Background: an optimization exercise with open tools, aiming at small area, a short achievable clock period and few clock cycles per item. Do not read the settings as production practice.
Only simulation tests tie the RTL to the original design; equivalence was not proved.
Power figures rest on the tool's default switching activity, not on a simulated workload.

[flow/config.mk]
export PLATFORM = sky130hd
export DESIGN_NAME = cluster_finder
export DESIGN_NICKNAME = cluster_finder
export VERILOG_FILES = /design/flow/design.v
export SDC_FILE = /design/flow/constraint.sdc
export NUM_CORES = 4
export LEC_CHECK = 0
export CAP_MARGIN = 20
export CORE_MARGIN = 2
export CORE_UTILIZATION = 60
export CTS_CLUSTER_DIAMETER = 100
export CTS_CLUSTER_SIZE = 24
export PLACE_DENSITY = 0.75
export SLEW_MARGIN = 20
export TNS_END_PERCENT = 0
[flow/constraint.sdc]
create_clock -name core_clock -period 20.0 [get_ports {clk}]
set_input_delay 4.0000 -clock core_clock [delete_from_list [all_inputs] [get_ports {clk}]]
set_output_delay 4.0000 -clock core_clock [all_outputs]
set_load 0.01 [all_outputs]
[flow/design.v]
module cluster_finder (
    input  wire         clk,
    input  wire         rst,           
    input  wire [13:0]  cl_seed,       
    input  wire         in_valid,
    output wire         in_ready,
    input  wire [139:0] in_row,        
    input  wire [9:0]   in_miss,       
    input  wire [15:0]  in_cn,         
    input  wire [11:0]  in_addr,
    input  wire         in_ts_lost,
    input  wire         in_nsync,
    output wire         out_valid,
    input  wire         out_ready,
    output wire [191:0] out_frame
);
    integer i, d;
    function automatic gt14;
        input [13:0] a, b;
        reg   [15:0] g0, e0;
        reg   [7:0]  g1, e1;
        reg   [3:0]  g2, e2;
        reg   [1:0]  g3, e3;
        integer j;
        begin
            g0 = {2'b00, a & ~b};
            e0 = {2'b11, ~(a ^ b)};
            for (j = 0; j < 8; j = j + 1) begin
                g1[j] = g0[2*j+1] | (e0[2*j+1] & g0[2*j]);
                e1[j] = e0[2*j+1] & e0[2*j];
            end
            for (j = 0; j < 4; j = j + 1) begin
                g2[j] = g1[2*j+1] | (e1[2*j+1] & g1[2*j]);
                e2[j] = e1[2*j+1] & e1[2*j];
            end
            for (j = 0; j < 2; j = j + 1) begin
                g3[j] = g2[2*j+1] | (e2[2*j+1] & g2[2*j]);
                e3[j] = e2[2*j+1] & e2[2*j];
            end
            gt14 = g3[1] | (e3[1] & g3[0]);
        end
    endfunction
    function automatic [7:0] low8;
        input [7:0] v;
        integer j;
        begin
            for (j = 0; j < 8; j = j + 1)
                low8[j] = v[j] & ((v & ((8'd1 << j) - 8'd1)) == 8'd0);
        end
    endfunction
    reg  [13:0]  thr;
    always @(posedge clk)
        if (rst)
            thr <= (cl_seed == 14'd0) ? 14'd1 : cl_seed;
    reg  [3:0]   nidx;              
    reg          rdy;               
    wire         take = in_valid & rdy;
    wire         ring_row = (nidx == 4'd0) || (nidx == 4'd9);
    wire [9:0]   miss_in  = in_miss & (ring_row ? 10'h3ff : 10'h201);
    reg  [139:0] row_in;
    always @(*)
        for (i = 0; i < 10; i = i + 1)
            row_in[14*i +: 14] = miss_in[i] ? 14'd0 : in_row[14*i +: 14];
    reg  [139:0] rx;                
    reg  [9:0]   mx;
    reg          xv;                
    reg  [3:0]   xidx;              
    reg  [29:0]  hx;                
    reg  [139:0] ra, rb, rc;        
    reg  [9:0]   ma, mb, mc;
    reg  [2:0]   rrow;              
    reg  [7:0]   candc;             
    reg  [7:0]   pend;              
    reg  [7:0]   sel;               
    reg          eofp;              
    reg          done_r;            
    reg          eacc;              
    reg  [9:0]   g;                 
    reg  [9:0]   vn;                
    reg  [9:0]   vne;               
    reg  [9:0]   vnw;               
    reg  [9:0]   vt;                
    always @(*) begin
        g = 10'd0; vn = 10'd0; vne = 10'd0; vnw = 10'd0; vt = 10'd0;
        for (i = 1; i < 10; i = i + 1)
            g[i] = gt14(rx[14*i +: 14], rx[14*(i-1) +: 14]);
        for (i = 1; i < 9; i = i + 1) begin
            vn[i] = gt14(rx[14*i +: 14], rc[14*i +: 14]);
            vt[i] = ~gt14(thr, rx[14*i +: 14]);
        end
        for (i = 0; i < 9; i = i + 1)
            vne[i] = gt14(rx[14*i +: 14], rc[14*(i+1) +: 14]);
        for (i = 1; i < 10; i = i + 1)
            vnw[i] = gt14(rx[14*i +: 14], rc[14*(i-1) +: 14]);
    end
    reg  [7:0]   candx;             
    reg  [7:0]   seedc;             
    always @(*)
        for (i = 1; i < 9; i = i + 1) begin
            candx[i-1] = vt[i] & g[i] & ~g[i+1] & vn[i] & vne[i] & vnw[i];
            seedc[i-1] = candc[i-1] & ~vn[i] & ~vne[i-1] & ~vnw[i+1];
        end
    wire         own_x = (xidx != 4'd0) && (xidx != 4'd9);
    reg          cvalid, ceof;      
    reg          ovalid;
    wire         lock   = ovalid | ceof;      
    wire         last1  = ((pend & ~sel) == 8'd0);
    wire         iss    = ~lock & (pend != 8'd0);
    wire         iss_e  = ~lock & eofp & last1;
    wire         shift  = xv & done_r;
    wire [7:0]   pend_s = iss ? (pend & ~sel) : pend;       
    wire         eofp_s = eofp & ~iss_e;
    wire [7:0]   pend_n = shift ? seedc : pend_s;
    wire         eofp_n = shift ? (xidx == 4'd9) : eofp_s;
    wire [7:0]   sel_n  = low8(pend_n);
    wire         lock_n = (ovalid & ~out_ready) | ceof | iss_e;
    wire         done_n = ((pend_n == 8'd0) & ~eofp_n)
                        | (~lock_n & ((pend_n & ~sel_n) == 8'd0));
    wire         xv_n   = rdy ? in_valid : 1'b1;
    wire [3:0]   xidx_n = rdy ? nidx : xidx;
    wire         ok_n   = done_n & ~((xidx_n == 4'd9) & lock_n);
    reg  [2:0]   q;
    reg  [13:0]  wn, wne, we, wse, ws, wsw, ww, wnw, wc;
    reg  [8:0]   wm;
    always @(*) begin
        q = 3'd0;
        wn = 14'd0; wne = 14'd0; we = 14'd0; wse = 14'd0; ws = 14'd0;
        wsw = 14'd0; ww = 14'd0; wnw = 14'd0; wc = 14'd0; wm = 9'd0;
        for (i = 0; i < 8; i = i + 1) begin
            q   = q   | (sel[i] ? i[2:0] : 3'd0);
            wnw = wnw | ({14{sel[i]}} & ra[14*i     +: 14]);
            wn  = wn  | ({14{sel[i]}} & ra[14*(i+1) +: 14]);
            wne = wne | ({14{sel[i]}} & ra[14*(i+2) +: 14]);
            ww  = ww  | ({14{sel[i]}} & rb[14*i     +: 14]);
            wc  = wc  | ({14{sel[i]}} & rb[14*(i+1) +: 14]);
            we  = we  | ({14{sel[i]}} & rb[14*(i+2) +: 14]);
            wsw = wsw | ({14{sel[i]}} & rc[14*i     +: 14]);
            ws  = ws  | ({14{sel[i]}} & rc[14*(i+1) +: 14]);
            wse = wse | ({14{sel[i]}} & rc[14*(i+2) +: 14]);
            wm  = wm  | ({9{sel[i]}} & {ma[i +: 3], mb[i +: 3], mc[i +: 3]});
        end
    end
    wire [17:0]  a0 = wc,  a1 = wn,  a2 = wne, a3 = we, a4 = wse;
    wire [17:0]  a5 = ws,  a6 = wsw, a7 = ww,  a8 = wnw;
    wire [17:0]  s1 = a0 ^ a1 ^ a2, c1 = {(a0 & a1 | a0 & a2 | a1 & a2), 1'b0};
    wire [17:0]  s2 = a3 ^ a4 ^ a5, c2 = {(a3 & a4 | a3 & a5 | a4 & a5), 1'b0};
    wire [17:0]  s3 = a6 ^ a7 ^ a8, c3 = {(a6 & a7 | a6 & a8 | a7 & a8), 1'b0};
    wire [17:0]  s4 = s1 ^ c1 ^ s2, c4 = {(s1 & c1 | s1 & s2 | c1 & s2), 1'b0};
    wire [17:0]  s5 = c2 ^ s3 ^ c3, c5 = {(c2 & s3 | c2 & c3 | s3 & c3), 1'b0};
    wire [17:0]  s6 = s4 ^ c4 ^ s5, c6 = {(s4 & c4 | s4 & s5 | c4 & s5), 1'b0};
    wire [17:0]  s7 = s6 ^ c6 ^ c5, c7 = {(s6 & c6 | s6 & c5 | c6 & c5), 1'b0};
    reg  [17:0]  kg, kp, sum9;
    always @(*) begin
        kg = s7 & c7;
        kp = s7 ^ c7;
        for (d = 1; d < 18; d = d * 2)
            for (i = 17; i >= 0; i = i - 1)
                if (i >= d) begin
                    kg[i] = kg[i] | (kp[i] & kg[i-d]);
                    kp[i] = kp[i] & kp[i-d];
                end
        sum9 = (s7 ^ c7) ^ {kg[16:0], 1'b0};
    end
    wire         em  = (wm != 9'd0);
    wire         t01 = gt14(wne, wn);
    wire         t23 = gt14(wse, we);
    wire         t45 = gt14(wsw, ws);
    wire         t67 = gt14(wnw, ww);
    wire [13:0]  m01 = t01 ? wne : wn;
    wire [13:0]  m23 = t23 ? wse : we;
    wire [13:0]  m45 = t45 ? wsw : ws;
    wire [13:0]  m67 = t67 ? wnw : ww;
    wire         t03 = gt14(m23, m01);
    wire         t47 = gt14(m67, m45);
    wire [13:0]  m03 = t03 ? m23 : m01;
    wire [13:0]  m47 = t47 ? m67 : m45;
    wire [1:0]   s03 = {t03, t03 ? t23 : t01};
    wire [1:0]   s47 = {t47, t47 ? t67 : t45};
    reg  [5:0]   ck;                
    reg  [17:0]  csum;
    reg          cem;
    reg  [13:0]  cm03, cm47;
    reg  [1:0]   cs03, cs47;
    wire         ct07   = gt14(cm47, cm03);
    wire [2:0]   cshape = ct07 ? {1'b1, cs47} : {1'b0, cs03};
    wire         covf   = (csum[17:14] != 4'd0);      
    wire [13:0]  cen    = covf ? 14'h3fff : csum[13:0];
    wire [23:0]  cdat   = {ck, cen, cem, cshape};
    reg  [23:0]  cl [0:5];
    reg  [2:0]   nseed;             
    reg          clr;               
    reg  [5:0]   above;
    reg  [23:0]  cln [0:5];
    always @(*) begin
        for (i = 0; i < 6; i = i + 1)
            above[i] = cvalid & (covf ? (cl[i][17:4] != 14'h3fff)
                                      : gt14(csum[13:0], cl[i][17:4]));
        cln[0] = above[0] ? cdat : cl[0];
        for (i = 1; i < 6; i = i + 1)
            cln[i] = above[i] ? (above[i-1] ? cl[i-1] : cdat) : cl[i];
    end
    wire [2:0]   nseedn = (cvalid && nseed != 3'd7) ? nseed + 3'd1 : nseed;
    reg  [29:0]  hout;              
    reg          eout, oovf;
    reg  [15:0]  crc;
    wire [175:0] bodyn = {hout[29:2], hout[1], eout, (nseedn == 3'd7), hout[0],
                          cln[0], cln[1], cln[2], cln[3], cln[4], cln[5]};
    wire [258:0] cx;
    assign cx[0] = bodyn[140] ^ bodyn[141];
    assign cx[1] = bodyn[66] ^ bodyn[109];
    assign cx[2] = bodyn[67] ^ bodyn[110];
    assign cx[3] = bodyn[142] ^ bodyn[143];
    assign cx[4] = bodyn[68] ^ bodyn[111];
    assign cx[5] = bodyn[69] ^ bodyn[112];
    assign cx[6] = bodyn[52] ^ bodyn[162];
    assign cx[7] = bodyn[55] ^ bodyn[107];
    assign cx[8] = bodyn[63] ^ bodyn[106];
    assign cx[9] = bodyn[65] ^ bodyn[108];
    assign cx[10] = bodyn[70] ^ bodyn[113];
    assign cx[11] = bodyn[139] ^ bodyn[158];
    assign cx[12] = bodyn[53] ^ bodyn[159];
    assign cx[13] = bodyn[71] ^ bodyn[114];
    assign cx[14] = bodyn[160] ^ bodyn[163];
    assign cx[15] = bodyn[22] ^ bodyn[155];
    assign cx[16] = bodyn[51] ^ bodyn[161];
    assign cx[17] = bodyn[138] ^ cx[0];
    assign cx[18] = bodyn[144] ^ bodyn[145];
    assign cx[19] = bodyn[164] ^ cx[1];
    assign cx[20] = bodyn[165] ^ cx[2];
    assign cx[21] = bodyn[166] ^ cx[4];
    assign cx[22] = bodyn[54] ^ bodyn[154];
    assign cx[23] = bodyn[167] ^ cx[5];
    assign cx[24] = bodyn[168] ^ cx[10];
    assign cx[25] = bodyn[169] ^ cx[13];
    assign cx[26] = bodyn[61] ^ bodyn[104];
    assign cx[27] = bodyn[62] ^ bodyn[105];
    assign cx[28] = bodyn[28] ^ bodyn[171];
    assign cx[29] = bodyn[56] ^ bodyn[156];
    assign cx[30] = bodyn[58] ^ bodyn[72];
    assign cx[31] = bodyn[64] ^ cx[3];
    assign cx[32] = bodyn[152] ^ cx[6];
    assign cx[33] = cx[7] ^ cx[11];
    assign cx[34] = bodyn[23] ^ bodyn[29];
    assign cx[35] = bodyn[57] ^ bodyn[157];
    assign cx[36] = bodyn[59] ^ bodyn[73];
    assign cx[37] = bodyn[85] ^ cx[12];
    assign cx[38] = bodyn[174] ^ cx[14];
    assign cx[39] = bodyn[24] ^ bodyn[30];
    assign cx[40] = bodyn[60] ^ bodyn[74];
    assign cx[41] = bodyn[25] ^ bodyn[31];
    assign cx[42] = bodyn[153] ^ cx[26];
    assign cx[43] = bodyn[11] ^ bodyn[19];
    assign cx[44] = bodyn[12] ^ bodyn[20];
    assign cx[45] = bodyn[26] ^ bodyn[32];
    assign cx[46] = bodyn[84] ^ bodyn[98];
    assign cx[47] = bodyn[95] ^ bodyn[173];
    assign cx[48] = bodyn[96] ^ cx[9];
    assign cx[49] = bodyn[115] ^ bodyn[170];
    assign cx[50] = bodyn[137] ^ cx[17];
    assign cx[51] = bodyn[146] ^ cx[18];
    assign cx[52] = bodyn[151] ^ cx[16];
    assign cx[53] = bodyn[175] ^ cx[8];
    assign cx[54] = cx[15] ^ cx[20];
    assign cx[55] = bodyn[13] ^ bodyn[21];
    assign cx[56] = bodyn[116] ^ cx[36];
    assign cx[57] = bodyn[10] ^ cx[19];
    assign cx[58] = bodyn[14] ^ bodyn[90];
    assign cx[59] = bodyn[88] ^ cx[21];
    assign cx[60] = bodyn[117] ^ bodyn[172];
    assign cx[61] = bodyn[15] ^ bodyn[91];
    assign cx[62] = bodyn[89] ^ cx[23];
    assign cx[63] = bodyn[8] ^ bodyn[16];
    assign cx[64] = bodyn[9] ^ bodyn[17];
    assign cx[65] = bodyn[18] ^ bodyn[94];
    assign cx[66] = cx[22] ^ cx[27];
    assign cx[67] = bodyn[48] ^ bodyn[80];
    assign cx[68] = bodyn[49] ^ bodyn[81];
    assign cx[69] = bodyn[75] ^ cx[29];
    assign cx[70] = bodyn[77] ^ bodyn[148];
    assign cx[71] = bodyn[136] ^ cx[50];
    assign cx[72] = cx[28] ^ cx[47];
    assign cx[73] = cx[30] ^ cx[49];
    assign cx[74] = cx[43] ^ cx[54];
    assign cx[75] = bodyn[27] ^ bodyn[50];
    assign cx[76] = bodyn[76] ^ bodyn[147];
    assign cx[77] = bodyn[78] ^ bodyn[149];
    assign cx[78] = bodyn[83] ^ bodyn[97];
    assign cx[79] = bodyn[99] ^ cx[34];
    assign cx[80] = cx[35] ^ cx[55];
    assign cx[81] = bodyn[79] ^ bodyn[150];
    assign cx[82] = bodyn[86] ^ cx[39];
    assign cx[83] = cx[57] ^ cx[58];
    assign cx[84] = bodyn[87] ^ cx[41];
    assign cx[85] = bodyn[101] ^ cx[24];
    assign cx[86] = bodyn[92] ^ cx[63];
    assign cx[87] = bodyn[100] ^ cx[25];
    assign cx[88] = cx[32] ^ cx[40];
    assign cx[89] = bodyn[93] ^ cx[42];
    assign cx[90] = cx[65] ^ cx[66];
    assign cx[91] = bodyn[33] ^ cx[48];
    assign cx[92] = bodyn[35] ^ cx[46];
    assign cx[93] = bodyn[42] ^ cx[72];
    assign cx[94] = bodyn[82] ^ bodyn[123];
    assign cx[95] = bodyn[121] ^ cx[33];
    assign cx[96] = bodyn[127] ^ cx[45];
    assign cx[97] = cx[31] ^ cx[44];
    assign cx[98] = cx[52] ^ cx[53];
    assign cx[99] = bodyn[5] ^ cx[37];
    assign cx[100] = bodyn[36] ^ cx[38];
    assign cx[101] = bodyn[122] ^ cx[75];
    assign cx[102] = bodyn[124] ^ cx[79];
    assign cx[103] = cx[56] ^ cx[80];
    assign cx[104] = bodyn[6] ^ cx[83];
    assign cx[105] = bodyn[34] ^ cx[60];
    assign cx[106] = bodyn[125] ^ cx[82];
    assign cx[107] = bodyn[7] ^ cx[61];
    assign cx[108] = bodyn[126] ^ cx[84];
    assign cx[109] = bodyn[4] ^ cx[87];
    assign cx[110] = bodyn[39] ^ bodyn[102];
    assign cx[111] = bodyn[40] ^ bodyn[103];
    assign cx[112] = cx[62] ^ cx[64];
    assign cx[113] = bodyn[43] ^ cx[85];
    assign cx[114] = bodyn[46] ^ cx[89];
    assign cx[115] = bodyn[47] ^ cx[90];
    assign cx[116] = bodyn[135] ^ cx[71];
    assign cx[117] = bodyn[118] ^ bodyn[132];
    assign cx[118] = cx[51] ^ cx[70];
    assign cx[119] = cx[67] ^ cx[96];
    assign cx[120] = cx[68] ^ cx[74];
    assign cx[121] = cx[69] ^ cx[73];
    assign cx[122] = cx[92] ^ cx[95];
    assign cx[123] = cx[93] ^ cx[120];
    assign cx[124] = bodyn[1] ^ bodyn[172];
    assign cx[125] = bodyn[119] ^ bodyn[133];
    assign cx[126] = bodyn[128] ^ cx[99];
    assign cx[127] = cx[76] ^ cx[78];
    assign cx[128] = cx[97] ^ cx[102];
    assign cx[129] = bodyn[37] ^ bodyn[44];
    assign cx[130] = bodyn[120] ^ bodyn[134];
    assign cx[131] = bodyn[129] ^ cx[59];
    assign cx[132] = cx[81] ^ cx[106];
    assign cx[133] = cx[104] ^ cx[129];
    assign cx[134] = bodyn[38] ^ bodyn[45];
    assign cx[135] = bodyn[130] ^ cx[107];
    assign cx[136] = bodyn[131] ^ cx[86];
    assign cx[137] = cx[59] ^ cx[109];
    assign cx[138] = cx[88] ^ cx[111];
    assign cx[139] = bodyn[41] ^ cx[113];
    assign cx[140] = cx[25] ^ cx[105];
    assign cx[141] = bodyn[103] ^ cx[116];
    assign cx[142] = bodyn[0] ^ cx[94];
    assign cx[143] = bodyn[27] ^ cx[91];
    assign cx[144] = bodyn[74] ^ cx[98];
    assign cx[145] = bodyn[86] ^ cx[119];
    assign cx[146] = bodyn[159] ^ cx[19];
    assign cx[147] = cx[117] ^ cx[121];
    assign cx[148] = cx[118] ^ cx[122];
    assign cx[149] = cx[146] ^ cx[148];
    assign cx[150] = bodyn[82] ^ bodyn[107];
    assign cx[151] = bodyn[87] ^ cx[101];
    assign cx[152] = bodyn[139] ^ cx[69];
    assign cx[153] = bodyn[153] ^ cx[127];
    assign cx[154] = cx[1] ^ cx[21];
    assign cx[155] = cx[20] ^ cx[51];
    assign cx[156] = cx[28] ^ cx[125];
    assign cx[157] = cx[68] ^ cx[77];
    assign cx[158] = cx[91] ^ cx[150];
    assign cx[159] = cx[100] ^ cx[103];
    assign cx[160] = cx[124] ^ cx[126];
    assign cx[161] = cx[152] ^ cx[158];
    assign cx[162] = cx[154] ^ cx[156];
    assign cx[163] = bodyn[2] ^ bodyn[50];
    assign cx[164] = bodyn[28] ^ cx[16];
    assign cx[165] = bodyn[29] ^ bodyn[53];
    assign cx[166] = bodyn[100] ^ cx[165];
    assign cx[167] = bodyn[106] ^ cx[14];
    assign cx[168] = bodyn[173] ^ cx[3];
    assign cx[169] = bodyn[175] ^ cx[9];
    assign cx[170] = cx[2] ^ cx[23];
    assign cx[171] = cx[17] ^ cx[133];
    assign cx[172] = cx[22] ^ cx[168];
    assign cx[173] = cx[30] ^ cx[40];
    assign cx[174] = cx[94] ^ cx[131];
    assign cx[175] = cx[130] ^ cx[170];
    assign cx[176] = cx[132] ^ cx[163];
    assign cx[177] = cx[164] ^ cx[174];
    assign cx[178] = bodyn[3] ^ bodyn[85];
    assign cx[179] = bodyn[30] ^ bodyn[75];
    assign cx[180] = bodyn[58] ^ bodyn[147];
    assign cx[181] = bodyn[80] ^ cx[4];
    assign cx[182] = bodyn[83] ^ bodyn[118];
    assign cx[183] = bodyn[174] ^ cx[134];
    assign cx[184] = cx[0] ^ cx[77];
    assign cx[185] = cx[6] ^ cx[52];
    assign cx[186] = cx[56] ^ cx[108];
    assign cx[187] = cx[62] ^ cx[135];
    assign cx[188] = cx[179] ^ cx[186];
    assign cx[189] = bodyn[23] ^ bodyn[99];
    assign cx[190] = bodyn[31] ^ bodyn[84];
    assign cx[191] = bodyn[37] ^ bodyn[136];
    assign cx[192] = bodyn[55] ^ bodyn[108];
    assign cx[193] = bodyn[59] ^ bodyn[148];
    assign cx[194] = bodyn[81] ^ bodyn[155];
    assign cx[195] = bodyn[119] ^ cx[24];
    assign cx[196] = cx[5] ^ cx[194];
    assign cx[197] = cx[29] ^ cx[136];
    assign cx[198] = cx[37] ^ cx[110];
    assign cx[199] = cx[76] ^ cx[190];
    assign cx[200] = cx[100] ^ cx[193];
    assign cx[201] = cx[137] ^ cx[191];
    assign cx[202] = bodyn[26] ^ bodyn[149];
    assign cx[203] = bodyn[38] ^ cx[44];
    assign cx[204] = bodyn[48] ^ bodyn[101];
    assign cx[205] = bodyn[54] ^ bodyn[64];
    assign cx[206] = bodyn[120] ^ cx[35];
    assign cx[207] = bodyn[140] ^ cx[112];
    assign cx[208] = cx[48] ^ cx[203];
    assign cx[209] = cx[81] ^ cx[108];
    assign cx[210] = cx[123] ^ cx[202];
    assign cx[211] = cx[206] ^ cx[209];
    assign cx[212] = bodyn[25] ^ bodyn[161];
    assign cx[213] = bodyn[92] ^ cx[112];
    assign cx[214] = bodyn[97] ^ cx[139];
    assign cx[215] = bodyn[150] ^ cx[42];
    assign cx[216] = bodyn[56] ^ bodyn[76];
    assign cx[217] = bodyn[60] ^ bodyn[128];
    assign cx[218] = bodyn[93] ^ cx[216];
    assign cx[219] = bodyn[142] ^ bodyn[152];
    assign cx[220] = bodyn[160] ^ cx[98];
    assign cx[221] = bodyn[162] ^ cx[12];
    assign cx[222] = cx[78] ^ cx[103];
    assign cx[223] = cx[217] ^ cx[219];
    assign cx[224] = cx[220] ^ cx[223];
    assign cx[225] = bodyn[57] ^ bodyn[77];
    assign cx[226] = bodyn[141] ^ cx[8];
    assign cx[227] = cx[33] ^ cx[38];
    assign cx[228] = cx[46] ^ cx[73];
    assign cx[229] = cx[74] ^ cx[140];
    assign cx[230] = cx[138] ^ cx[226];
    assign cx[231] = cx[225] ^ cx[229];
    assign cx[232] = cx[228] ^ cx[230];
    assign cx[233] = bodyn[41] ^ cx[45];
    assign cx[234] = bodyn[44] ^ bodyn[70];
    assign cx[235] = bodyn[78] ^ bodyn[144];
    assign cx[236] = bodyn[130] ^ cx[114];
    assign cx[237] = bodyn[163] ^ cx[7];
    assign cx[238] = cx[27] ^ cx[39];
    assign cx[239] = cx[61] ^ cx[237];
    assign cx[240] = cx[234] ^ cx[235];
    assign cx[241] = bodyn[45] ^ bodyn[71];
    assign cx[242] = bodyn[79] ^ cx[241];
    assign cx[243] = bodyn[131] ^ cx[18];
    assign cx[244] = bodyn[132] ^ cx[15];
    assign cx[245] = bodyn[171] ^ cx[41];
    assign cx[246] = cx[60] ^ cx[115];
    assign cx[247] = cx[244] ^ cx[246];
    assign cx[248] = bodyn[133] ^ bodyn[156];
    assign cx[249] = cx[53] ^ cx[114];
    assign cx[250] = cx[248] ^ cx[249];
    assign cx[251] = bodyn[102] ^ bodyn[134];
    assign cx[252] = bodyn[157] ^ cx[251];
    assign cx[253] = cx[34] ^ cx[70];
    assign cx[254] = cx[67] ^ cx[141];
    assign cx[255] = cx[86] ^ cx[253];
    assign cx[256] = bodyn[72] ^ cx[31];
    assign cx[257] = cx[64] ^ cx[256];
    assign cx[258] = bodyn[73] ^ cx[115];
    wire crcn_0 = ((((cx[145] ^ cx[147]) ^ (cx[97] ^ ((cx[10] ^ ((bodyn[104] ^ bodyn[4]) ^ (bodyn[88] ^ bodyn[8]))) ^ (cx[142] ^ cx[32])))) ^ (cx[71] ^ (cx[143] ^ cx[144]))) ^ (cx[123] ^ cx[149]));
    wire crcn_1 = (((cx[159] ^ cx[162]) ^ cx[160]) ^ (cx[161] ^ ((((((bodyn[43] ^ bodyn[89]) ^ cx[13]) ^ (bodyn[9] ^ (bodyn[105] ^ bodyn[34]))) ^ (cx[157] ^ cx[32])) ^ (cx[151] ^ cx[153])) ^ ((cx[155] ^ cx[50]) ^ cx[128]))));
    wire crcn_2 = ~(cx[171] ^ (cx[177] ^ (((cx[172] ^ ((((bodyn[115] ^ bodyn[22]) ^ cx[11]) ^ cx[105]) ^ (cx[166] ^ cx[167]))) ^ cx[176]) ^ (cx[175] ^ (((cx[169] ^ cx[173]) ^ (cx[80] ^ cx[92])) ^ (cx[118] ^ cx[153]))))));
    wire crcn_3 = (cx[149] ^ ((((cx[172] ^ cx[185]) ^ (cx[54] ^ cx[85])) ^ cx[188]) ^ (cx[187] ^ (((((bodyn[14] ^ bodyn[36]) ^ cx[178]) ^ (bodyn[61] ^ (bodyn[11] ^ bodyn[135]))) ^ ((cx[180] ^ cx[182]) ^ cx[181])) ^ ((cx[183] ^ cx[184]) ^ cx[102])))));
    wire crcn_4 = ~(cx[201] ^ ((((cx[155] ^ cx[195]) ^ (cx[198] ^ cx[88])) ^ (cx[132] ^ cx[197])) ^ (cx[200] ^ (((((bodyn[175] ^ bodyn[46]) ^ (bodyn[62] ^ bodyn[90])) ^ (cx[189] ^ cx[192])) ^ (cx[184] ^ cx[196])) ^ ((cx[199] ^ cx[96]) ^ (cx[3] ^ ((bodyn[117] ^ bodyn[122]) ^ (bodyn[12] ^ bodyn[15]))))))));
    wire crcn_5 = ~(cx[210] ^ ((((cx[89] ^ ((((bodyn[51] ^ bodyn[66]) ^ cx[180]) ^ (bodyn[91] ^ (bodyn[0] ^ bodyn[127]))) ^ ((cx[204] ^ cx[205]) ^ cx[167]))) ^ cx[207]) ^ cx[201]) ^ (cx[211] ^ ((((cx[63] ^ ((bodyn[138] ^ bodyn[13]) ^ (bodyn[24] ^ bodyn[47]))) ^ cx[208]) ^ cx[122]) ^ (cx[126] ^ cx[138])))));
    wire crcn_6 = ((cx[213] ^ (((cx[208] ^ cx[215]) ^ (cx[90] ^ cx[95])) ^ (cx[131] ^ cx[145]))) ^ (cx[214] ^ ((cx[104] ^ cx[160]) ^ (cx[200] ^ (((((bodyn[67] ^ bodyn[82]) ^ cx[0]) ^ (cx[110] ^ cx[212])) ^ (cx[101] ^ cx[79])) ^ ((cx[55] ^ ((bodyn[137] ^ bodyn[151]) ^ (bodyn[49] ^ bodyn[52]))) ^ cx[121]))))));
    wire crcn_7 = ~(cx[210] ^ ((((((cx[24] ^ cx[66]) ^ cx[151]) ^ (cx[82] ^ ((bodyn[98] ^ (bodyn[123] ^ bodyn[129])) ^ (cx[110] ^ cx[111])))) ^ (cx[187] ^ cx[222])) ^ ((cx[87] ^ ((cx[192] ^ ((bodyn[18] ^ bodyn[2]) ^ (bodyn[33] ^ bodyn[68]))) ^ (cx[218] ^ cx[221]))) ^ cx[224])) ^ cx[171]));
    wire crcn_8 = ~((cx[177] ^ cx[231]) ^ (cx[232] ^ (((cx[227] ^ ((((bodyn[109] ^ bodyn[3]) ^ (bodyn[54] ^ bodyn[69])) ^ ((bodyn[94] ^ bodyn[96]) ^ cx[134])) ^ ((cx[58] ^ cx[75]) ^ cx[84]))) ^ cx[139]) ^ (cx[197] ^ ((cx[135] ^ cx[215]) ^ cx[128])))));
    wire crcn_9 = ~(((cx[137] ^ cx[207]) ^ (cx[222] ^ ((((bodyn[154] ^ bodyn[164]) ^ (bodyn[35] ^ (bodyn[110] ^ bodyn[125]))) ^ (cx[169] ^ cx[233])) ^ ((cx[238] ^ cx[240]) ^ cx[136])))) ^ (cx[236] ^ (((cx[185] ^ cx[198]) ^ (cx[239] ^ cx[93])) ^ (cx[128] ^ cx[147]))));
    wire crcn_10 = ~((cx[213] ^ ((cx[106] ^ ((((bodyn[165] ^ bodyn[16]) ^ (bodyn[42] ^ bodyn[5])) ^ cx[166]) ^ (cx[125] ^ ((bodyn[111] ^ bodyn[126]) ^ (bodyn[143] ^ bodyn[158]))))) ^ (cx[143] ^ cx[159]))) ^ (cx[247] ^ ((cx[83] ^ (((cx[218] ^ cx[242]) ^ (cx[243] ^ cx[245])) ^ cx[113])) ^ cx[232])));
    wire crcn_11 = ~((cx[231] ^ cx[250]) ^ ((cx[133] ^ cx[214]) ^ (cx[188] ^ ((((cx[65] ^ ((bodyn[142] ^ bodyn[158]) ^ (bodyn[161] ^ bodyn[166]))) ^ cx[119]) ^ (cx[72] ^ ((bodyn[17] ^ (bodyn[102] ^ bodyn[112])) ^ (cx[117] ^ cx[130])))) ^ (cx[239] ^ (((cx[189] ^ cx[205]) ^ cx[173]) ^ (cx[37] ^ cx[51])))))));
    wire crcn_12 = ~(cx[254] ^ (cx[247] ^ ((((cx[252] ^ ((cx[11] ^ cx[26]) ^ cx[107])) ^ cx[109]) ^ cx[224]) ^ (cx[162] ^ (((cx[142] ^ cx[183]) ^ (cx[199] ^ cx[240])) ^ ((cx[36] ^ (bodyn[52] ^ (bodyn[167] ^ bodyn[24]))) ^ cx[255]))))));
    wire crcn_13 = (((cx[175] ^ cx[257]) ^ (((((cx[124] ^ cx[182]) ^ (cx[204] ^ cx[212])) ^ ((cx[47] ^ cx[49]) ^ cx[157])) ^ ((cx[238] ^ cx[242]) ^ cx[255])) ^ ((cx[33] ^ (((bodyn[124] ^ bodyn[129]) ^ (bodyn[145] ^ bodyn[155])) ^ ((bodyn[168] ^ bodyn[19]) ^ (bodyn[32] ^ bodyn[39])))) ^ (cx[88] ^ cx[99])))) ^ (cx[141] ^ cx[250]));
    wire crcn_14 = (((cx[116] ^ cx[161]) ^ (cx[176] ^ cx[236])) ^ (cx[258] ^ ((((((bodyn[173] ^ bodyn[20]) ^ (bodyn[26] ^ bodyn[40])) ^ ((bodyn[49] ^ bodyn[6]) ^ cx[77])) ^ ((bodyn[84] ^ (bodyn[10] ^ bodyn[116])) ^ cx[181])) ^ ((cx[221] ^ cx[245]) ^ (cx[252] ^ cx[38]))) ^ (((cx[8] ^ ((bodyn[121] ^ bodyn[144]) ^ (bodyn[146] ^ bodyn[169]))) ^ cx[195]) ^ cx[257]))));
    wire crcn_15 = ~(cx[254] ^ ((cx[144] ^ (((cx[127] ^ cx[196]) ^ (cx[233] ^ cx[243])) ^ ((cx[9] ^ ((bodyn[170] ^ bodyn[21]) ^ (bodyn[7] ^ bodyn[95]))) ^ cx[140]))) ^ (cx[258] ^ (((cx[227] ^ cx[57]) ^ (cx[31] ^ ((cx[178] ^ cx[43]) ^ cx[101]))) ^ cx[211]))));
    wire [15:0] crcn = {crcn_15, crcn_14, crcn_13, crcn_12, crcn_11, crcn_10, crcn_9, crcn_8, crcn_7, crcn_6, crcn_5, crcn_4, crcn_3, crcn_2, crcn_1, crcn_0};
    assign in_ready  = rdy;
    assign out_valid = ovalid;
    assign out_frame = {hout[29:2], hout[1], eout, oovf, hout[0],
                        cl[0], cl[1], cl[2], cl[3], cl[4], cl[5], crc};
    always @(posedge clk) begin
        if (rdy) begin
            rx   <= row_in;
            mx   <= miss_in;
            xidx <= nidx;
            if (nidx == 4'd0)
                hx <= {in_cn, in_addr, in_ts_lost, in_nsync};
        end
        if (shift) begin
            ra <= rb; rb <= rc; rc <= rx;
            ma <= mb; mb <= mc; mc <= mx;
            rrow <= xidx[2:0] - 3'd2;
            if (xidx == 4'd9)
                hout <= hx;
            eacc <= ((xidx == 4'd0) ? 1'b0 : eacc) | (mx != 10'd0);
        end
        sel <= sel_n;
        ck   <= {rrow, q};
        csum <= sum9;
        cem  <= em;
        cm03 <= m03;
        cm47 <= m47;
        cs03 <= s03;
        cs47 <= s47;
        if (iss_e)
            eout <= eacc;
        if (clr) begin
            for (i = 0; i < 6; i = i + 1)
                cl[i] <= 24'd0;
            nseed <= 3'd0;
        end else begin
            for (i = 0; i < 6; i = i + 1)
                cl[i] <= cln[i];
            nseed <= nseedn;
        end
        if (ceof) begin
            crc  <= crcn;
            oovf <= (nseedn == 3'd7);
        end
        if (rst) begin
            nidx   <= 4'd0;
            xv     <= 1'b0;
            candc  <= 8'd0;
            pend   <= 8'd0;
            sel    <= 8'd0;
            eofp   <= 1'b0;
            done_r <= 1'b1;
            cvalid <= 1'b0;
            ceof   <= 1'b0;
            ovalid <= 1'b0;
            clr    <= 1'b1;
            rdy    <= 1'b1;
        end else begin
            if (take)
                nidx <= (nidx == 4'd9) ? 4'd0 : nidx + 4'd1;
            xv     <= xv_n;
            if (shift)
                candc <= own_x ? candx : 8'd0;
            pend   <= pend_n;
            eofp   <= eofp_n;
            done_r <= ok_n;
            rdy    <= ~xv_n | ok_n;
            cvalid <= iss;
            ceof   <= iss_e;
            ovalid <= ceof | (ovalid & ~out_ready);
            clr    <= ovalid & out_ready;
        end
    end
endmodule
[flow/flow/run.sh]
#!/bin/bash
# Own layout flow: the standard flow (standard.sh), with two changes.
#  1. Synthesis maps the logic with a delay-driven ABC script (flow/abc_speed.script)
#     and without Yosys's full-adder extraction, so that ABC sees whole logic cones.
#     Registers are mapped before ABC, exactly as in the standard synthesis.
#  2. Timing repair aims for a setup margin of SETUP_SLACK_MARGIN ns at the design's
#     clock period, so that repair works toward a shorter achieved period.
# Every tool's output goes to a log file in this folder (and ORFS's own logs under orfs/logs).
set -uo pipefail
HERE=$(pwd)
rm -rf "$HERE/scripts_own"
cp -r "$FLOW_HOME/scripts" "$HERE/scripts_own"
cp "$HERE/flow/abc_speed.script" "$HERE/scripts_own/abc_speed.script"
MARGIN=$(cat "$HERE/flow/margin.txt" 2>/dev/null || echo 14)
bash standard.sh SCRIPTS_DIR="$HERE/scripts_own" ADDER_MAP_FILE= SETUP_SLACK_MARGIN="$MARGIN" finish > "$HERE/standard_flow.log" 2>&1
status=$?
echo "standard.sh exit status $status" >> "$HERE/standard_flow.log"
exit $status
[flow/flow/abc_speed.script]
strash
dch
map -D 3500
topo
buffer -c
upsize -D 3500
dnsize -D 3500
stime -c
[flow/flow/margin.txt]
15
[flow/standard.sh]
#!/bin/bash
# synth_recipe.tcl (not shown) runs the flow's synth.tcl, then flattens the netlist and writes it again
# the make line also repeats each setting of config.mk as NAME=value (left out here)
make -C /OpenROAD-flow-scripts/flow DESIGN_CONFIG=/design/flow/config.mk WORK_HOME=/design/flow/orfs CLKGATE_MAP_FILE= SYNTH_SCRIPT=/design/flow/synth_recipe.tcl "${@:-finish}"
==> results of run 1 <==
[area by class of cell]
type / instances / share of cell area, %
Multi-Input combinational cell: 4803 / 43.1
Sequential cell: 939 / 38.9
Timing Repair Buffer: 543 / 7.69
Inverter: 961 / 5.46
Tap cell: 1276 / 2.39
Clock buffer: 71 / 2.05
Clock inverter: 17 / 0.365
Antenna cell: 11 / 0.0411
[per-layer routing]
layer  wire length (um)  vias up  track usage, %  share of wire [%]
li1                   -    25000               -                  -
met1              89400    27500            64.1                 34
met2             106000     5837            70.5                 40
met3              46000     1424            21.6                 18
met4              21400       26            29.2                8.2
met5                332        -           0.379               0.13
[logic make-up (layout without fill, tap and decap cells)]
| group | count (synthesis) | in the layout |
|---|---|---|
| AND/OR/NAND/NOR | 2199 | 2201 |
| AO/OA/AOI/OAI | 1934 | 1937 |
| buffers and inverters | 1294 | 1592 |
| flip-flops | 939 | 939 |
| XOR/XNOR | 664 | 664 |
| adder cells (fa/ha/maj) | 1 | 1 |
| other | 0 | 11 |
[through the flow]
step | setup WS, ns | util (%) | total power, uW | area (um2)
finish | 14.45 | 69.0 | 4010 | 66900
global route | 14.45 | 69.0 | 4060 | 66900
CTS | 14.47 | 68.0 | 3930 | 65900
detailed placement | 13.32 | 65.4 | 2760 | 63400
global placement | 12.88 | 65.4 | 2750 | 63400
floorplan | 14.68 | - | 2540 | 58900
[report_power, final]
part	leakage (uW)	internal [uW]	switching, uW
registers	0.00889	2180	146
clock network	0.000785	517	724
logic	0.0174	149	293
total	0.0271	2840	1160
[cells in the final DEF (no fill, tap or decap), types with 25 or more instances in the layout]
| cell type | instances |
|---|---|
| a211oi_1 | 40 |
| a21oi_1 | 303 |
| a221oi_1 | 35 |
| a22oi_1 | 515 |
| buf_4 | 119 |
| clkbuf_16 | 53 |
| clkdlybuf4s50_1 | 195 |
| dfxtp_1 | 128 |
| dfxtp_2 | 65 |
| dfxtp_4 | 50 |
| dlygate4sd2_1 | 183 |
| edfxtp_1 | 696 |
| inv_1 | 919 |
| nand2_1 | 725 |
| nand3_1 | 72 |
| nand4_1 | 95 |
| nor2_1 | 1061 |
| nor3_1 | 77 |
| nor4_1 | 39 |
| o211ai_1 | 54 |
| o21a_1 | 25 |
| o21ai_0 | 384 |
| o21ai_1 | 58 |
| o221ai_1 | 113 |
| o22ai_1 | 212 |
| or2_1 | 35 |
| or2_2 | 32 |
| xnor2_1 | 123 |
| xor2_1 | 452 |
| xor2_2 | 63 |
[final timing paths]
kind | start | end | cells past startpoint
setup / recovery | hout[13] | out_frame[175] | 1
hold / removal | rrow[2] | ck[5] | 0
setup reg to reg | cl[0][5] | crc[11] | 17
hold reg to reg | rrow[2] | ck[5] | 0
[flip-flops by register name (all words and copies together) (netlist names), 10 cells and up]
signal  cells
hx         30
cm03       14
cm47       14
csum       18
rb        140
cl        144
rx        140
crc        16
ra        140
thr        14
mx         10
ma         10
hout       30
rc        140
mc         10
mb         10
[cells in the mapped netlist, types with 24 or more instances]
| cell | n | share of area (%) |
|---|---|---|
| nor4_1 | 42 | 0.45 |
| a31oi_1 | 24 | 0.25 |
| nor3_1 | 78 | 0.66 |
| nand4_1 | 95 | 1.0 |
| o22ai_1 | 213 | 2.3 |
| o211ai_1 | 54 | 0.69 |
| o21ai_1 | 44 | 0.37 |
| nand3_1 | 72 | 0.61 |
| a21oi_1 | 304 | 2.6 |
| o221ai_1 | 116 | 1.7 |
| xor2_1 | 511 | 7.6 |
| o21ai_0 | 412 | 3.5 |
| a22oi_1 | 515 | 6.6 |
| dfxtp_1 | 243 | 8.3 |
| edfxtp_1 | 696 | 35 |
| xnor2_1 | 139 | 2.1 |
| or2_1 | 35 | 0.37 |
| or2_2 | 32 | 0.34 |
| clkinv_1 | 27 | 0.17 |
| inv_1 | 919 | 5.9 |
| clkbuf_1 | 144 | 0.92 |
| buf_2 | 109 | 0.93 |
| o21a_1 | 28 | 0.36 |
| buf_4 | 48 | 0.61 |
| a221oi_1 | 38 | 0.56 |
| nor2_1 | 1075 | 6.8 |
| nand2_1 | 728 | 4.6 |
| a211oi_1 | 42 | 0.54 |
[timing repair]
| item | CTS | global route |
|---|---|---|
| gates cloned | 3 | 3 |
| buffers inserted | 44 | 23 |
| gates resized for setup | 450 | 152 |
| setup endpoints to repair | 274 | 270 |
| pin swaps | 7 | 21 |
==> impl_results.md, run 1 <==
- Status: timing/DRC/antenna clean
- H-tree levels: 2
- Largest family of logic cells by synthesized area: compound AO/OA/AOI/OAI gates
- Clock Latency Late Sink: 0.74 ns
- Starting DRT DRC Count: between 10,000 and 15,000
- Fill count: roughly 7,600
- RSZ-0062 raised after global routing: true
- Min Tclk post-route: around 5.6 ns
- Crit path largest cell delay: ~0.5 ns
- Sequential area share after synthesis: between 40% and 50%
- Maximum vdd drop: approximately 0.09 mV
- Chip Height: ~320 um
- Critical Path Slowest Stage Cell: edfxtp_1
- Startpoint types: flop
- Tcrit/Tclk final: 27.8%
- Ports: 392
- Post-Synthesis Cell Area: between 50,000 and 60,000 um2
- Area share of xor/xnor cells in the synthesized design: between 10% and 20%
- Pin count of the biggest net entering global routing: ~230
- Global-route usage over all layers: around half
- Post-DP HPWL: about 200,000 um
- Routed Antenna Nets: 0
- WP data required: around 16 ns
- Finished Layout Cells: between 8,000 and 9,000
- Die width: ~320 um
- Crit-path cells: dlygate4sd2_1
- FP Rows: 114
- Post-synth top flop: edfxtp_1
- Post-Syn Area per Cell: ~8.4 um2
- Hold Worst Slack: 0.356 ns
- Synth Area in Compound Gates: 21.7%
- Static leakage: between 0.02 and 0.03 uW
- Layout Area Growth over Synthesis: 13.6%
- Tightest Pin Transition: between 1 and 1.5 ns
- Netlist cell types: 86
- Worst slew margin: approximately 8%
- Layout net count: about 7,500
- Share of cells above drive strength 1: a little over 8%
- Port buffer count: about 390
- TritonRoute pass-1 iters: 30
- CTS max path bufs: 3
- Total grt overflow: 0
- Vias in the first global route: 53,700
- Largest fanout on the critical path: 2
- Placed insts: about 8,400
- Gpl congestion: between 1 and 1.5
- Multi-input logic area: 28,800 um2
- Simple-gate share of the synthesized area: roughly 15%
- Critical path's top delay family: flip-flops
- WS Path Type: reg2out
- DRC viols: 0
- Post-Synth Adder-Cell Area: less than 1%
- Synthesized instance count: ~7,000
- Die area: a little over 100,000 um2
- PwrDens: approximately 60 nW/um2
- Initial Util: 60.7%
- Flop2flop setup slack: around 14 ns
- Max-Cap Viols: 0
- DR vias/cell: ~6.9
- CTS tree: built
- Multiplexer share of the synthesized area: 0%
- Post-Route WL: 263,000 um
- CTS Sinks: 939
- Area of the core: between 90,000 and 100,000 um2
- Initial antenna violation count: 14
- Hold Path Class: reg2reg
- Yosys Warn Count: 3
- CP endpoint kind: primary output
- CP arrival: roughly 1.6 ns
- Vias: 59,700
- Hold_buf cts: 0
- #FFs+latches synth: between 900 and 1,000
- Final Hold Fails: 0
- Bufs and invs on worst path: 1
- Final setup fails: 0
- Register area: ~26,000 um2
- Final Slew Violations: 0
- CTS root buffer: clkbuf_16
- Post-synth EDFFs: around 700
- Net Count, Synth: 7,229
- Setup TNS: 0 ns
- DR WL/cell: approximately 30 um
- Cts bufs inserted: 51
- Clock slew seen by the registers of the worst setup and hold paths: about 0.09 ns
- Global-route wire length before repair: between 300,000 and 400,000 um
- Post-synth ARST share: 0%
- Fmax: 180 MHz
- Worst Clk Skew: approximately 0.061 ns
Testbench counts, summed over its fixed seeds: cycles 3,240, frames 320.
==> run 2: changes to the inputs <==
--- a/flow/config.mk
+++ b/flow/config.mk
@@ -7,9 +7,9 @@
 export LEC_CHECK = 0
 export CAP_MARGIN = 20
 export CORE_MARGIN = 2
-export CORE_UTILIZATION = 60
+export CORE_UTILIZATION = 50
 export CTS_CLUSTER_DIAMETER = 100
 export CTS_CLUSTER_SIZE = 24
-export PLACE_DENSITY = 0.75
+export PLACE_DENSITY = 0.65
 export SLEW_MARGIN = 20
 export TNS_END_PERCENT = 0
==> run 2 against run 1 <==
Net effect:
- still clean
- synthesized area is the same
- global-route usage shrank 9.0 points
- total power shrank 1.3%
- worst setup slack gained 0.030 ns
- sequential cell count is the same
- clock power is essentially flat
- die area grew 20%
- design area grew 0.97%
- sequential share of layout area shrank 0.38 points
- critical path depth grew 19
- count of clock-buffer cells in the layout shrank 2
- register-to-register slack is essentially flat
- critical path type is now reg2reg
- critical endpoint is now crc[0]
- largest cell class unchanged
==> impl_results.md, run 2 <==
- Layout Area Growth over Synthesis: 14.7% (was 13.6%)
- Status: timing/DRC/antenna clean (unchanged)
- FP Rows: 125 (was 114)
- WP data required: 20.47 ns (was 16.00 ns)
- Layout net count: 7,530 (was 7,497)
- Largest register FFs: 144 (unchanged)
- Max-Cap Viols: 0 (unchanged)
- RSZ-0062 raised after global routing: true (unchanged)
- Routed Antenna Nets: 0 (unchanged)
- Netlist cell types: 86 (unchanged)
- Fmax: 181 MHz (was 180 MHz)
- Most frequent cells after synthesis: nor2_1 (1,075), inv_1 (919), nand2_1 (728) (unchanged)
- Static leakage: 0.0272 uW (was 0.0271 uW)
- Cts bufs inserted: 51 (unchanged)
- Tightest Pin Transition: 1.23 ns (was 1.36 ns)
- Share of cells above drive strength 1: 8.65% (was 8.06%)
- Flop2flop setup slack: 14.48 ns (was 14.47 ns)
- DRC viols: 0 (unchanged)
- Commonest cells after routing, fill and taps aside: nor2_1 (1,057), inv_1 (916), nand2_1 (724) (was nor2_1 (1,061), inv_1 (919), nand2_1 (725))
- Clock slew seen by the registers of the worst setup and hold paths: 0.10 ns (was 0.09 ns)
- #FFs+latches synth: 939 (unchanged)
- Post-Route WL: 262,000 um (was 263,000 um)
- Commonest non-fill, non-tap cell in the layout: nor2_1 (unchanged)
- CTS tree: built (unchanged)
- Multi-input logic area: 28,800 um2 (about the same)
- Initial Util: 50.6% (was 60.7%)
- Vias in the first global route: 51,300 (was 53,700)
- Ports: 392 (unchanged)
- Leading area contributor after synthesis: edfxtp_1 (unchanged)
- Met3 GRT Util: 13.2% (was 21.6%)
- Gpl congestion: 1.10 (was 1.15)
- CP endpoint kind: flop (was primary output)
- Final Hold Fails: 0 (unchanged)
- Sequential area share after synthesis: 43.7% (unchanged)
- Maximum vdd drop: 0.0715 mV (was 0.0909 mV)
- Hold Path Class: reg2reg (unchanged)
- Vias: 57,400 (was 59,700)
- Crit path largest cell delay: 0.51 ns (was 0.50 ns)
- PwrDens: 58.5 nW/um2 (was 59.9 nW/um2)
- Register area: 26,000 um2 (about the same)
- Met2 GRT Util: 57.1% (was 70.5%)
- TritonRoute pass-1 iters: 7 (was 30)
- Synth Area in Compound Gates: 21.7% (unchanged)
- Setup TNS: 0 ns (unchanged)
- Pin count of the biggest net entering global routing: 161 (was 229)
- Global-route met1 utilization: 59.0% (was 64.1%)
- Worst Clk Skew: 0.0497 ns (was 0.0614 ns)
- Most frequent CP cell: xor2_1
- Count leader, synth: nor2_1 (unchanged)
- Bufs and invs on worst path: 4 (was 1)
- Largest Register: cl (unchanged)
- Post-Synthesis Cell Area: 58,900 um2 (unchanged)
- Simple-gate share of the synthesized area: 15.4% (unchanged)
- CTS max path bufs: 3 (unchanged)
- Post-DP HPWL: 199,000 um (about the same)
- Final Slew Violations: 0 (unchanged)
- Post-synth EDFFs: 696 (unchanged)
- Clock Latency Late Sink: 0.73 ns (was 0.74 ns)
- Critical Path Slowest Stage Cell: xor2_2 (was edfxtp_1)
- Tcrit/Tclk final: 27.6% (was 27.8%)
- CP arrival: 5.99 ns (was 1.55 ns)
- Tot Pwr: 3950 uW (was 4010 uW)
- Min Tclk post-route: 5.52 ns (was 5.55 ns)
- Total grt overflow: 0 (unchanged)
- Area share of xor/xnor cells in the synthesized design: 10.0% (unchanged)
- Largest family of logic cells by synthesized area: compound AO/OA/AOI/OAI gates (unchanged)
- Starting DRT DRC Count: 9,977 (was 12,800)
- Global-route usage over all layers: 41.2% (was 50.1%)
- Post-synth top flop: edfxtp_1 (unchanged)
- Yosys Warn Count: 3 (unchanged)
- H-tree levels: 2 (unchanged)
- Initial antenna violation count: 25 (was 14)
- Post-synth ARST share: 0% (unchanged)
- Chip Height: 347 um (was 317 um)
- Synthesized instance count: 7,031 (unchanged)
- Area of the core: 117,000 um2 (was 97,000 um2)
- Multiplexer share of the synthesized area: 0% (unchanged)
- Startpoint types: flop (unchanged)
- Post-Synth Adder-Cell Area: 0.0191% (unchanged)
- Fill count: 10,600 (was 7,581)
- GR peak layer: met1 (was met2)
- Critical path's top delay family: XOR/XNOR gates (was flip-flops)
- Hold_buf cts: 0 (unchanged)
- DR vias/cell: 6.45 (was 6.93)
- Die area: 121,000 um2 (was 101,000 um2)
- Global-route wire length before repair: 362,000 um (was 366,000 um)
- Worst slew margin: 17.0% (was 7.99%)
- Crit-path cells: inv_2, o22ai_1, a211oi_2, nand4_1, a41oi_2, nor2_1, nand2_1, nand2_2, inv_2, buf_12, o21ai_0, o21ai_1, buf_4, xor2_1, xor2_2, xor2_1, xor2_1, xor2_1, xor2_1, xor2_2 (was dlygate4sd2_1)
- Port buffer count: 391 (unchanged)
- Die width: 347 um (was 317 um)
- Largest fanout on the critical path: 29 (was 2)
- CTS Sinks: 939 (unchanged)
- Synth top area share: 35.5% (unchanged)
- Post-Syn Area per Cell: 8.38 um2 (unchanged)
- Top cells by area, synth: edfxtp_1 (35%), dfxtp_1 (8.3%), xor2_1 (7.6%) (unchanged)
- WS Path Type: reg2reg (was reg2out)
- CTS root buffer: clkbuf_16 (unchanged)
- Final setup fails: 0 (unchanged)
- DR WL/cell: 29.4 um (was 30.5 um)
- Net Count, Synth: 7,229 (unchanged)
run 2: cell types whose count changed in the layout (fill, tap and decap cells not counted), sizes merged:
cell           before  now
clkinvlp            0    4
clkdlybuf4s18       1    0
clkbuf             74   79
dlygate4sd2       183  148
clkdlybuf4s15       6   28
clkdlybuf4s50     195  196
bufinv              1    0
buf               155  194
run 2: per-stage QoR:
step	area (um2)	hold WS (ns)	utilization (%)	cells	setup WS, ns
after floorplan	58900	0.323	-	7031	14.68
after global placement	63800	0.325	54.8	8712	13.17
after detailed placement	63800	0.327	54.8	8712	13.09
after CTS	66300	0.349	56.9	8855	14.50
after global routing	67600	0.355	58.0	8898	14.47
final	67600	0.348	58.0	8903	14.48
run 2: layer usage:
layer / vias to the layer above / part of all wire (%)
li1: 25000 / -
met1: 27400 / 40
met2: 4253 / 40
met3: 716 / 15
met4: 28 / 5.1
met5: - / 0.071
run 2: final timing paths:
| check | from | to | cells past startpoint |
|---|---|---|---|
| max reg2reg | csum[12] | crc[0] | 20 |
| min reg2reg | rrow[0] | ck[3] | 0 |
| min | rrow[0] | ck[3] | 0 |
| max | csum[12] | crc[0] | 20 |
run 2: report_power, final:
part           switching [uW]  internal, uW  total [uW]
Combinational             268           149         417
Clock                     717           502        1220
Sequential                140          2180        2320
Total                    1130          2830        3950
run 2: repair_timing:
item | CTS | global route
setup buffers | 50 | 29
gates resized for setup | 489 | 173
gates cloned | 4 | 6
hold endpoints to repair | 0 | 0
pin swaps | 9 | 12
setup endpoints to repair | 274 | 271
run 2: layout make-up:
| cell class | count | share of cell area [%] |
|---|---|---|
| Multi-Input combinational cell | 4803 | 42.6 |
| Clock inverter | 20 | 0.313 |
| Timing Repair Buffer | 576 | 8.21 |
| Clock buffer | 69 | 2.02 |
| Antenna cell | 11 | 0.0407 |
| Tap cell | 1524 | 2.82 |
| Inverter | 961 | 5.43 |
| Sequential cell | 939 | 38.5 |
run 2: cell families (layout without fill, tap and decap cells):
family          after synthesis  in the layout
simple gates               2199           2201
fa+ha+maj                     1              1
xor+xnor                    664            664
other cells                   0             11
flops                       939            939
buf+inv                    1294           1626
compound gates             1934           1937
==> run 3: changes to the inputs <==
==> flow/flow/abc_speed.script (replaced) <==
strash
dch
map -D 5000
topo
buffer -c
upsize -D 5000
dnsize -D 5000
stime -c
==> run 3 against run 2 <==
Net effect:
- first-iteration DRC count is 5.9% higher
- wire length is 0.97% higher
- hold slack worse by 0.0011 ns
- still clean
- critical path type unchanged
- core utilization is 1.1 points higher
- non-clock buffer count is 64 higher
==> impl_results.md, run 3 <==
- Worst R2R End: crc[13] (was crc[0])
- Initial Util: 50.2% (was 50.6%)
- Clock slew seen by the registers of the worst setup and hold paths: 0.11 ns (was 0.10 ns)
- Post-DP HPWL: 199,000 um (about the same)
- Startpoint types: flop (unchanged)
- Post-Synthesis Cell Area: 58,200 um2 (was 58,900 um2)
- CP endpoint kind: flop (unchanged)
- Share of cells above drive strength 1: 10.9% (was 8.65%)
- Worst Clk Skew: 0.0385 ns (was 0.0497 ns)
- Place WS: 12.34 ns (was 13.09 ns)
- Pin count of the biggest net entering global routing: 258 (was 161)
- Largest Register: cl (unchanged)
- H-tree levels: 2 (unchanged)
- Commonest cells after routing, fill and taps aside: nor2_1 (1,104), inv_1 (921), edfxtp_1 (696) (was nor2_1 (1,057), inv_1 (916), nand2_1 (724))
- Largest register FFs: 144 (unchanged)
- Layout Area Growth over Synthesis: 17.6% (was 14.7%)
- Hold Path Class: reg2reg (unchanged)
- Global-route usage over all layers: 41.7% (was 41.2%)
- CTS tree: built (unchanged)
- Routed Antenna Nets: 0 (unchanged)
- Hold Worst Slack: 0.347 ns (was 0.348 ns)
- Largest fanout on the critical path: 30 (was 29)
- WS Path Type: reg2reg (unchanged)
- Ports: 392 (unchanged)
- Netlist cell types: 63 (was 86)
- Global-route wire length before repair: 364,000 um (was 362,000 um)
- Die width: 345 um (was 347 um)
- Post-synth ARST share: 0% (unchanged)
- CP arrival: 5.99 ns (about the same)
- Max-Cap Viols: 0 (unchanged)
- Reg-to-Reg Start: csum[5] (was csum[12])
- Top cells by area, synth: edfxtp_1 (36%), dfxtp_1 (8.4%), xor2_1 (7.4%) (was edfxtp_1 (35%), dfxtp_1 (8.3%), xor2_1 (7.6%))
- Status: timing/DRC/antenna clean (unchanged)
- Design area: 68,400 um2 (was 67,600 um2)
- Yosys Warn Count: 3 (unchanged)
- Reg2reg path depth: 20 (unchanged)
- Hold path depth: 0 (unchanged)
- Worst slew margin: 5.18% (was 17.0%)
- Clock Latency Late Sink: 0.72 ns (was 0.73 ns)
- Dpl cell area: 63,500 um2 (was 63,800 um2)
- Post-synth EDFFs: 696 (unchanged)
- FP Rows: 125 (unchanged)
- WP data required: 20.53 ns (was 20.47 ns)
- Flop2flop setup slack: 14.55 ns (was 14.48 ns)
- CTS max path bufs: 3 (unchanged)
- Final Slew Violations: 0 (unchanged)
- Tcrit/Tclk final: 27.3% (was 27.6%)
- Starting DRT DRC Count: 10,600 (was 9,977)
- Post-synth top flop: edfxtp_1 (unchanged)
- Setup slack after layout: 14.55 ns (was 14.48 ns)
- Area of the core: 116,000 um2 (was 117,000 um2)
- Post-Route WL: 265,000 um (was 262,000 um)
- Total grt overflow: 0 (unchanged)
- Leading area contributor after synthesis: edfxtp_1 (unchanged)
- Most frequent cells after synthesis: nor2_1 (1,121), inv_1 (929), edfxtp_1 (696), nand2_1 (696), a22oi_1 (509) (was nor2_1 (1,075), inv_1 (919), nand2_1 (728))
- PwrDens: 58.2 nW/um2 (was 58.5 nW/um2)
- Final Hold Fails: 0 (unchanged)
- Count leader, synth: nor2_1 (unchanged)
- Synth top area share: 35.9% (was 35.5%)
- Hold_buf cts: 0 (unchanged)
- Port buffer count: 391 (unchanged)
- DRC viols: 0 (unchanged)
- Cts bufs inserted: 51 (unchanged)
- Tightest Pin Transition: 1.42 ns (was 1.23 ns)
- TritonRoute pass-1 iters: 10 (was 7)
- Sequential area share after synthesis: 44.3% (was 43.7%)
- Layout net count: 7,590 (was 7,530)
- Initial antenna violation count: 21 (was 25)
- Synthesized instance count: 7,027 (was 7,031)
- Min Tclk post-route: 5.46 ns (was 5.52 ns)
- Vias in the first global route: 51,100 (was 51,300)
- Die area: 119,000 um2 (was 121,000 um2)
- Post-Syn Area per Cell: 8.28 um2 (was 8.38 um2)
- DR WL/cell: 29.5 um (was 29.4 um)
- Final setup fails: 0 (unchanged)
- CTS root buffer: clkbuf_16 (unchanged)
- Setup TNS: 0 ns (unchanged)
- Gpl congestion: 1.08 (was 1.10)
- #FFs+latches synth: 939 (unchanged)
- Vias: 58,100 (was 57,400)
- Hold Path End: ck[5] (was ck[3])
- Fmax: 183 MHz (was 181 MHz)
- Net Count, Synth: 7,225 (was 7,229)
- Final Util: 59.1% (was 58.0%)
- Chip Height: 345 um (was 347 um)
- Static leakage: 0.0274 uW (was 0.0272 uW)
- Hold path start: rrow[2] (was rrow[0])
- DR vias/cell: 6.48 (was 6.45)
- CTS Sinks: 939 (unchanged)
- Maximum vdd drop: 0.0832 mV (was 0.0715 mV)
- RSZ-0062 raised after global routing: true (unchanged)
- Commonest non-fill, non-tap cell in the layout: nor2_1 (unchanged)
[run 3: changes by cell type in the layout (fill, tap and decap cells not counted), sizes merged, moves of 10 or more]
cell / before / now
xnor2: 140 / 172
o21ai: 466 / 488
buf: 194 / 285
inv: 943 / 933
clkdlybuf4s15: 28 / 64
xor2: 524 / 494
dlygate4sd2: 148 / 88
nand2: 733 / 697
or2: 74 / 56
nor2: 1079 / 1121
o21a: 29 / 10
diode: 11 / 24
[run 3: worst max-delay path, stage by stage (launching register included)]
cell and delay [ns]:
dfxtp_2 0.40, clkinv_2 0.16, o22ai_1 0.22, a31oi_1 0.06, o211ai_1 0.09, nor2_1 0.07, a21oi_2 0.28, o31ai_1 0.11
a211oi_1 0.27, a31oi_1 0.07, nand2_1 0.07, buf_4 0.33, inv_1 0.13, buf_12 0.19, o21ai_1 0.83, xnor2_1 0.36
xor2_1 0.46, xnor2_1 0.18, xor2_1 0.20, xor2_1 0.44, xor2_1 0.30
[run 3: report_power, final]
| part | internal [uW] | total [uW] | switching, uW | leakage, uW |
|---|---|---|---|---|
| clock network | 535 | 1250 | 717 | 0.000804 |
| registers | 2170 | 2310 | 141 | 0.00892 |
| logic | 150 | 416 | 266 | 0.0177 |
[run 3: how the worst max path moves through the flow]
| stage | start | slack, ns | end |
|---|---|---|---|
| floorplan | rdy | 14.68 | in_ready |
| global placement | csum[15] | 12.28 | crc[6] |
| detailed placement | csum[15] | 12.34 | crc[6] |
| CTS | eout | 14.58 | out_frame[162] |
| global route | sel[0] | 14.51 | csum[12] |
| finish | csum[5] | 14.55 | crc[13] |
[run 3: layout make-up]
class	count	area (um2)
clock inverter	19	278
inverter	961	3690
timing repair inverter	2	12.5
tap	1524	1910
antenna	24	60.1
multi-input combinational	4797	28800
sequential	939	26200
clock buffer	70	1390
fill	10400	47400
timing repair buffer	640	6120
[run 3: repair_timing]
action | CTS | global route
gates resized for setup | 784 | 184
endpoints found under the setup margin | 265 | 256
setup buffers | 80 | 56
pin swaps | 13 | 31
cloned | 3 | 9
[run 3: stage by stage]
step / total power, uW / cells
after global routing: 4080 / 8970
final: 3980 / 8976
after floorplan: 2540 / 7027
after CTS: 3960 / 8886
after detailed placement: 2750 / 8714
after global placement: 2740 / 8714
[run 3: cell families (layout without fill, tap and decap cells)]
| logic type | after synthesis | after routing | synth area share, % |
|---|---|---|---|
| AOI/OAI and AO/OA | 1936 | 1938 | 21.6 |
| xor gates and xnor gates | 666 | 666 | 10.0 |
| buffers and inverters | 1294 | 1692 | 8.57 |
| DFF | 939 | 939 | 44.3 |
| other | 0 | 24 | 0 |
| and+or+nand+nor | 2192 | 2193 | 15.5 |
[run 3: layer usage]
layer  vias to the layer above  routed length (um)  GRT usage (%)
met3                       700               39900           13.2
met1                     27700              105000           59.7
met5                         -                 197          0.320
met4                        18               13300           15.5
li1                      25200                   -              -
met2                      4543              106000           58.5

separate check: timing with driven ports:
How much do the figures lean on ideal ports? The routed layouts below were timed once more, with nothing changed but the port constraints.
Step 1 sets driving cells, clkbuf_16 on the clock port and buf_2 on the other inputs (assumed; they add their load-dependent delay and slew).
Step 2, shift: input delay + t, output delay - t, t = (earliest + latest rising clock arrival at the registers) / 2. This alone moves slack from input paths to output paths.
a / b / c = no drivers / after step 1 / after step 2; a / b = the first two.
run	t (ns)	setup slack, ns	slew at the worst register clock pin (ns)	worst slew at a driven data input, ns	cell pins on the clock port's net
run 1	0.785	14.446 / 14.369 / 13.791	0.12 / 0.12	0.11	1
run 2	0.778	14.476 / 14.416 / 13.873	0.11 / 0.11	0.13	1
run 3	0.776	14.545 / 14.505 / 13.831	0.11 / 0.11	0.13	1
After both steps setup and hold are still met in every run listed. For run 3, which loses most, drivers alone change the setup slack by -0.040 ns; drivers and shift together by -0.714 ns.
